From an optimization exercise on the open Yosys and OpenROAD flow, aimed at small area, a short achievable clock period and few clock cycles per item; shortcuts taken in it are not production practice.
The RTL was checked by simulation tests, not by an equivalence proof against the original design.

==> flow/design.v <==
module sha256_core (
    input  wire         clk,
    input  wire         rst,         
    input  wire         in_valid,
    output wire         in_ready,
    input  wire         in_first,
    input  wire [511:0] in_block,    
    output wire         out_valid,
    output wire [255:0] out_digest   
);
    localparam [255:0] IV = {32'h6a09e667, 32'hbb67ae85, 32'h3c6ef372, 32'ha54ff53a,
                             32'h510e527f, 32'h9b05688c, 32'h1f83d9ab, 32'h5be0cd19};
    function [31:0] rotr(input [31:0] x, input integer n);
        rotr = (x >> n) | (x << (32 - n));
    endfunction
    function [31:0] k_next(input [5:0] t);
        case (t)
            6'd0: k_next = 32'h71374491;
            6'd1: k_next = 32'hb5c0fbcf;
            6'd2: k_next = 32'he9b5dba5;
            6'd3: k_next = 32'h3956c25b;
            6'd4: k_next = 32'h59f111f1;
            6'd5: k_next = 32'h923f82a4;
            6'd6: k_next = 32'hab1c5ed5;
            6'd7: k_next = 32'hd807aa98;
            6'd8: k_next = 32'h12835b01;
            6'd9: k_next = 32'h243185be;
            6'd10: k_next = 32'h550c7dc3;
            6'd11: k_next = 32'h72be5d74;
            6'd12: k_next = 32'h80deb1fe;
            6'd13: k_next = 32'h9bdc06a7;
            6'd14: k_next = 32'hc19bf174;
            6'd15: k_next = 32'he49b69c1;
            6'd16: k_next = 32'hefbe4786;
            6'd17: k_next = 32'h0fc19dc6;
            6'd18: k_next = 32'h240ca1cc;
            6'd19: k_next = 32'h2de92c6f;
            6'd20: k_next = 32'h4a7484aa;
            6'd21: k_next = 32'h5cb0a9dc;
            6'd22: k_next = 32'h76f988da;
            6'd23: k_next = 32'h983e5152;
            6'd24: k_next = 32'ha831c66d;
            6'd25: k_next = 32'hb00327c8;
            6'd26: k_next = 32'hbf597fc7;
            6'd27: k_next = 32'hc6e00bf3;
            6'd28: k_next = 32'hd5a79147;
            6'd29: k_next = 32'h06ca6351;
            6'd30: k_next = 32'h14292967;
            6'd31: k_next = 32'h27b70a85;
            6'd32: k_next = 32'h2e1b2138;
            6'd33: k_next = 32'h4d2c6dfc;
            6'd34: k_next = 32'h53380d13;
            6'd35: k_next = 32'h650a7354;
            6'd36: k_next = 32'h766a0abb;
            6'd37: k_next = 32'h81c2c92e;
            6'd38: k_next = 32'h92722c85;
            6'd39: k_next = 32'ha2bfe8a1;
            6'd40: k_next = 32'ha81a664b;
            6'd41: k_next = 32'hc24b8b70;
            6'd42: k_next = 32'hc76c51a3;
            6'd43: k_next = 32'hd192e819;
            6'd44: k_next = 32'hd6990624;
            6'd45: k_next = 32'hf40e3585;
            6'd46: k_next = 32'h106aa070;
            6'd47: k_next = 32'h19a4c116;
            6'd48: k_next = 32'h1e376c08;
            6'd49: k_next = 32'h2748774c;
            6'd50: k_next = 32'h34b0bcb5;
            6'd51: k_next = 32'h391c0cb3;
            6'd52: k_next = 32'h4ed8aa4a;
            6'd53: k_next = 32'h5b9cca4f;
            6'd54: k_next = 32'h682e6ff3;
            6'd55: k_next = 32'h748f82ee;
            6'd56: k_next = 32'h78a5636f;
            6'd57: k_next = 32'h84c87814;
            6'd58: k_next = 32'h8cc70208;
            6'd59: k_next = 32'h90befffa;
            6'd60: k_next = 32'ha4506ceb;
            6'd61: k_next = 32'hbef9a3f7;
            6'd62: k_next = 32'hc67178f2;
            6'd63: k_next = 32'h428a2f98;
            default: k_next = 32'h0;
        endcase
    endfunction
    function [31:0] ivw(input integer i);
        ivw = IV[255 - 32*i -: 32];
    endfunction
    function [31:0] add_bk(input [31:0] x, input [31:0] y);
        reg [31:0] gg, tt, G, T;
        integer lv, i;
        begin
            gg = x & y;
            tt = x ^ y;
            G  = gg;
            T  = tt;
            for (lv = 0; lv < 5; lv = lv + 1)
                for (i = 0; i < 32; i = i + 1)
                    if ((i % (2 << lv)) == (2 << lv) - 1) begin
                        G[i] = G[i] | (T[i] & G[i - (1 << lv)]);
                        T[i] = T[i] & T[i - (1 << lv)];
                    end
            for (lv = 3; lv >= 0; lv = lv - 1)
                for (i = 0; i < 32; i = i + 1)
                    if (i >= (3 << lv) - 1 && (i % (2 << lv)) == (1 << lv) - 1) begin
                        G[i] = G[i] | (T[i] & G[i - (1 << lv)]);
                        T[i] = T[i] & T[i - (1 << lv)];
                    end
            add_bk = tt ^ {G[30:0], 1'b0};
        end
    endfunction
    function [31:0] add_ks(input [31:0] x, input [31:0] y);
        reg [31:0] G, T, G2, T2;
        integer lv, i;
        begin
            G = x & y;
            T = x ^ y;
            for (lv = 0; lv < 5; lv = lv + 1) begin
                G2 = G;
                T2 = T;
                for (i = 0; i < 32; i = i + 1)
                    if (i >= (1 << lv)) begin
                        G2[i] = G[i] | (T[i] & G[i - (1 << lv)]);
                        T2[i] = T[i] & T[i - (1 << lv)];
                    end
                G = G2;
                T = T2;
            end
            add_ks = (x ^ y) ^ {G[30:0], 1'b0};
        end
    endfunction
    function [63:0] csa(input [31:0] x, input [31:0] y, input [31:0] z);
        reg [31:0] t;
        begin
            t   = x ^ y;
            csa = {t ^ z, ((x & y) | (t & z)) << 1};
        end
    endfunction
    reg  [31:0] a, b, c, d, e, f, g, h;
    reg  [31:0] w [0:15];      
    reg  [31:0] ra [0:3];      
    reg  [31:0] re [0:3];      
    reg  [31:0] P;             
    reg  [1:0]  ph;            
    reg  [5:0]  cnt;           
    reg         run;           
    reg         lpend;         
    reg         first_q;       
    reg         fiv;           
    reg  [3:0]  j;             
    reg         rdy;
    reg         ov;
    reg         l_iv;          
    reg         l_rg;          
    assign in_ready   = rdy;
    assign out_valid  = ov;
    assign out_digest = {ra[0], ra[3], ra[2], ra[1], re[0], re[3], re[2], re[1]};
    wire accept  = in_valid & rdy;
    wire loading = ~lpend & (~run | (cnt >= 6'd47));
    reg        run_n;
    reg  [5:0] cnt_n;
    reg  [3:0] j_n;
    reg        loading_n;
    always @* begin
        run_n = run;
        cnt_n = cnt;
        if (lpend) begin
            run_n = 1'b1;
            cnt_n = 6'd0;
        end else if (run) begin
            if (cnt == 6'd63) run_n = 1'b0;
            else              cnt_n = cnt + 6'd1;
        end
        j_n = (loading & in_valid & ~accept & ((j != 4'd0) | (ph == 2'd3))) ? j + 4'd1 : 4'd0;
        loading_n = ~accept & (~run_n | (cnt_n >= 6'd47));
    end
    always @(posedge clk) begin
        if (rst) begin
            ph    <= 2'd3;
            run   <= 1'b0;
            lpend <= 1'b0;
            cnt   <= 6'd63;
            j     <= 4'd0;
            rdy   <= 1'b0;
            ov    <= 1'b0;
        end else begin
            ph    <= ph + 2'd1;
            run   <= run_n;
            lpend <= accept;
            cnt   <= cnt_n;
            j     <= j_n;
            rdy   <= loading_n & (j_n == 4'd15);
            ov    <= run & (cnt == 6'd63);
        end
    end
    reg  [2:0] fs;             
    reg  [2:0] fs_iv;          
    reg        fs_rg;          
    wire fiv_n = lpend ? first_q : fiv;
    wire [2:0] fs_n = {3{run_n}} & {cnt_n == 6'd63, cnt_n == 6'd62, cnt_n == 6'd61};
    always @(posedge clk) begin
        l_iv  <= fs_n[2] &  fiv_n;
        l_rg  <= fs_n[2] & ~fiv_n;
        fs    <= fs_n;
        fs_iv <= fs_n & {3{fiv_n}};
        fs_rg <= ~fiv_n;
    end
    always @(posedge clk) begin
        if (accept) first_q <= in_first;
        if (lpend)  fiv     <= first_q;
    end
    wire [31:0] S1  = rotr(e, 6) ^ rotr(e, 11) ^ rotr(e, 25);
    wire [31:0] CH  = (e & f) ^ (~e & g);
    wire [31:0] S0  = rotr(a, 2) ^ rotr(a, 13) ^ rotr(a, 22);
    wire [31:0] MAJ = (a & b) ^ (a & c) ^ (b & c);
    wire        last  = fs[2];
    wire [31:0] z0    = ({32{l_iv}} & ivw(0)) | ({32{l_rg}} & ra[1]);
    wire [31:0] z4    = ({32{l_iv}} & ivw(4)) | ({32{l_rg}} & re[1]);
    wire [63:0] ce1 = csa(P, z4, CH);
    wire [63:0] ce2 = csa(d, S1, ce1[31:0]);
    wire [63:0] ce3 = csa(ce2[63:32], ce2[31:0], ce1[63:32]);
    wire [31:0] e_new = add_ks(ce3[63:32], ce3[31:0]);
    wire [63:0] ca1 = csa(P, z0, CH);
    wire [63:0] ca2 = csa(S1, S0, MAJ);
    wire [63:0] ca3 = csa(ca1[63:32], ca1[31:0], ca2[31:0]);
    wire [63:0] ca4 = csa(ca3[63:32], ca3[31:0], ca2[63:32]);
    wire [31:0] a_new = add_ks(ca4[63:32], ca4[31:0]);
    wire [31:0] init0 = first_q ? ivw(0) : ra[1];
    wire [31:0] init1 = first_q ? ivw(1) : ra[0];
    wire [31:0] init2 = first_q ? ivw(2) : ra[3];
    wire [31:0] init3 = first_q ? ivw(3) : ra[2];
    wire [31:0] init4 = first_q ? ivw(4) : re[1];
    wire [31:0] init5 = first_q ? ivw(5) : re[0];
    wire [31:0] init6 = first_q ? ivw(6) : re[3];
    wire [31:0] init7 = first_q ? ivw(7) : re[2];
    wire [31:0] bA    = ({32{fs_rg}} & ra[0]) | ({32{fs_iv[0]}} & ivw(3)) |
                        ({32{fs_iv[1]}} & ivw(2)) | ({32{fs_iv[2]}} & ivw(1));
    wire [31:0] bE    = ({32{fs_rg}} & re[0]) | ({32{fs_iv[0]}} & ivw(7)) |
                        ({32{fs_iv[1]}} & ivw(6)) | ({32{fs_iv[2]}} & ivw(5));
    wire [31:0] sumA  = add_bk(a, bA);
    wire [31:0] sumE  = add_bk(e, bE);
    wire        fin   = |fs;
    wire selI = lpend & (first_q | ~run);
    always @(posedge clk) begin
        a <= selI  ? init0 : a_new;
        b <= lpend ? (selI ? init1 : sumA) : a;
        c <= lpend ? init2 : b;
        d <= lpend ? init3 : c;
        e <= selI  ? init4 : e_new;
        f <= lpend ? (selI ? init5 : sumE) : e;
        g <= lpend ? init6 : f;
        h <= lpend ? init7 : g;
    end
    always @(posedge clk) begin
        ra[0] <= last ? a_new : ra[1];
        ra[1] <= ra[2];
        ra[2] <= ra[3];
        ra[3] <= fin ? sumA : ra[0];
        re[0] <= last ? e_new : re[1];
        re[1] <= re[2];
        re[2] <= re[3];
        re[3] <= fin ? sumE : re[0];
    end
    wire [31:0] opG  = lpend ? init7 : g;
    wire [31:0] kn   = k_next(cnt);
    wire [63:0] cp1  = csa(opG, kn, w[0]);
    always @(posedge clk)
        P <= cp1[63:32] + cp1[31:0];
    wire [31:0] sm0 = rotr(w[1], 7) ^ rotr(w[1], 18) ^ (w[1] >> 3);
    wire [31:0] sm1 = rotr(w[14], 17) ^ rotr(w[14], 19) ^ (w[14] >> 10);
    wire [63:0] cw1 = csa(sm1, w[9], sm0);
    wire [63:0] cw2 = csa(cw1[63:32], cw1[31:0], w[0]);
    wire [31:0] w_next = cw2[63:32] + cw2[31:0];
    wire [31:0] w_in = in_block[511 - 32*j -: 32];
    integer i;
    always @(posedge clk) begin
        for (i = 0; i < 15; i = i + 1)
            w[i] <= w[i + 1];
        w[15] <= loading ? w_in : w_next;
    end
endmodule
Settings: LEC_CHECK=0, ABC_CLOCK_PERIOD_IN_PS=3000, CAP_MARGIN=20, CORE_MARGIN=2, CORE_UTILIZATION=55, CTS_CLUSTER_DIAMETER=80, CTS_CLUSTER_SIZE=25, SETUP_SLACK_MARGIN=5, SLEW_MARGIN=20; clock period 10.0 ns.
standard.sh (not shown) runs the stock make flow with config.mk's settings and CLKGATE_MAP_FILE= SYNTH_SCRIPT=/design/flow/synth_recipe.tcl, a recipe that flattens the netlist after the stock synthesis.
==> flow/flow/run.sh <==
#!/bin/bash
# The standard ORFS layout (standard.sh), except that the port buffers that
# global placement inserts on every input and output use the smallest buffer
# cell instead of the resizer's default choice.
set -euo pipefail
bash standard.sh "BUFFER_PORTS_ARGS=-buffer_cell sky130_fd_sc_hd__buf_1" finish > standard.log 2>&1
The starting point went through all stages and came out clean.
Testbench counts at the start, summed over its fixed seeds: cycles 20,624, items 320.
==> next run, changes <==
--- a/flow/design.v
+++ b/flow/design.v
@@ -193,15 +193,8 @@
         end
     end
-    reg  [2:0] fs;             
-    reg  [2:0] fs_iv;          
-    reg        fs_rg;          
     wire fiv_n = lpend ? first_q : fiv;
-    wire [2:0] fs_n = {3{run_n}} & {cnt_n == 6'd63, cnt_n == 6'd62, cnt_n == 6'd61};
-    always @(posedge clk) begin
-        l_iv  <= fs_n[2] &  fiv_n;
-        l_rg  <= fs_n[2] & ~fiv_n;
-        fs    <= fs_n;
-        fs_iv <= fs_n & {3{fiv_n}};
-        fs_rg <= ~fiv_n;
+    always @(posedge clk) begin
+        l_iv <= run_n & (cnt_n == 6'd63) &  fiv_n;
+        l_rg <= run_n & (cnt_n == 6'd63) & ~fiv_n;
     end
     always @(posedge clk) begin
@@ -213,5 +206,5 @@
     wire [31:0] S0  = rotr(a, 2) ^ rotr(a, 13) ^ rotr(a, 22);
     wire [31:0] MAJ = (a & b) ^ (a & c) ^ (b & c);
-    wire        last  = fs[2];
+    wire        last  = run & (cnt == 6'd63);
     wire [31:0] z0    = ({32{l_iv}} & ivw(0)) | ({32{l_rg}} & ra[1]);
     wire [31:0] z4    = ({32{l_iv}} & ivw(4)) | ({32{l_rg}} & re[1]);
@@ -233,11 +226,9 @@
     wire [31:0] init6 = first_q ? ivw(6) : re[3];
     wire [31:0] init7 = first_q ? ivw(7) : re[2];
-    wire [31:0] bA    = ({32{fs_rg}} & ra[0]) | ({32{fs_iv[0]}} & ivw(3)) |
-                        ({32{fs_iv[1]}} & ivw(2)) | ({32{fs_iv[2]}} & ivw(1));
-    wire [31:0] bE    = ({32{fs_rg}} & re[0]) | ({32{fs_iv[0]}} & ivw(7)) |
-                        ({32{fs_iv[1]}} & ivw(6)) | ({32{fs_iv[2]}} & ivw(5));
-    wire [31:0] sumA  = add_bk(a, bA);
-    wire [31:0] sumE  = add_bk(e, bE);
-    wire        fin   = |fs;
+    wire [31:0] ivA   = (cnt == 6'd61) ? ivw(3) : (cnt == 6'd62) ? ivw(2) : ivw(1);
+    wire [31:0] ivE   = (cnt == 6'd61) ? ivw(7) : (cnt == 6'd62) ? ivw(6) : ivw(5);
+    wire [31:0] sumA  = add_bk(a, fiv ? ivA : ra[0]);
+    wire [31:0] sumE  = add_bk(e, fiv ? ivE : re[0]);
+    wire        fin   = run & (cnt >= 6'd61);
     wire selI = lpend & (first_q | ~run);
     always @(posedge clk) begin
What happened: The changed run produced a clean layout. Routed wire length stays flat. Via count went down by 1.3%. Worst setup slack gets better by 120 ps. Flip-flop and latch count went down by 6. Die area went down by 1.6%. Worst hold slack gets better by 51 ps.
Testbench counts after the change, summed over its fixed seeds: cycles 20,624, items 320.

==> static timing again, ports no longer ideal <==
How much do the figures lean on ideal ports? The routed layouts below were timed once more, with nothing changed but the port constraints.
Step 1: set_driving_cell puts a clkbuf_16 on clk and a buf_2 on each other input, an assumption about the parent block.
Step 2 times the ports against the registers' clock, not the clock port: input delays grow and output delays shrink by t, the midpoint of the rising clock arrivals with the driver on.
a / b / c = no drivers / after step 1 / after step 2; a / b = the first two.
| run | shift t [ns] | slack for setup (ns) | hold slack, ns | slew at the worst register clock pin (ns) | pins driven straight from the clock port |
|---|---|---|---|---|---|
| the first run | 0.787 | 4.906 / 4.906 / 4.406 | 0.269 / 0.269 / 0.269 | 0.11 / 0.11 | 1 |
| the second run | 0.756 | 5.024 / 5.024 / 4.725 | 0.320 / 0.320 / 0.320 | 0.10 / 0.10 | 1 |
After both steps setup and hold are still met in every run listed. The setup slack of the first run, which loses most, moves by 0.000 ns with the drivers and by -0.500 ns with both steps.
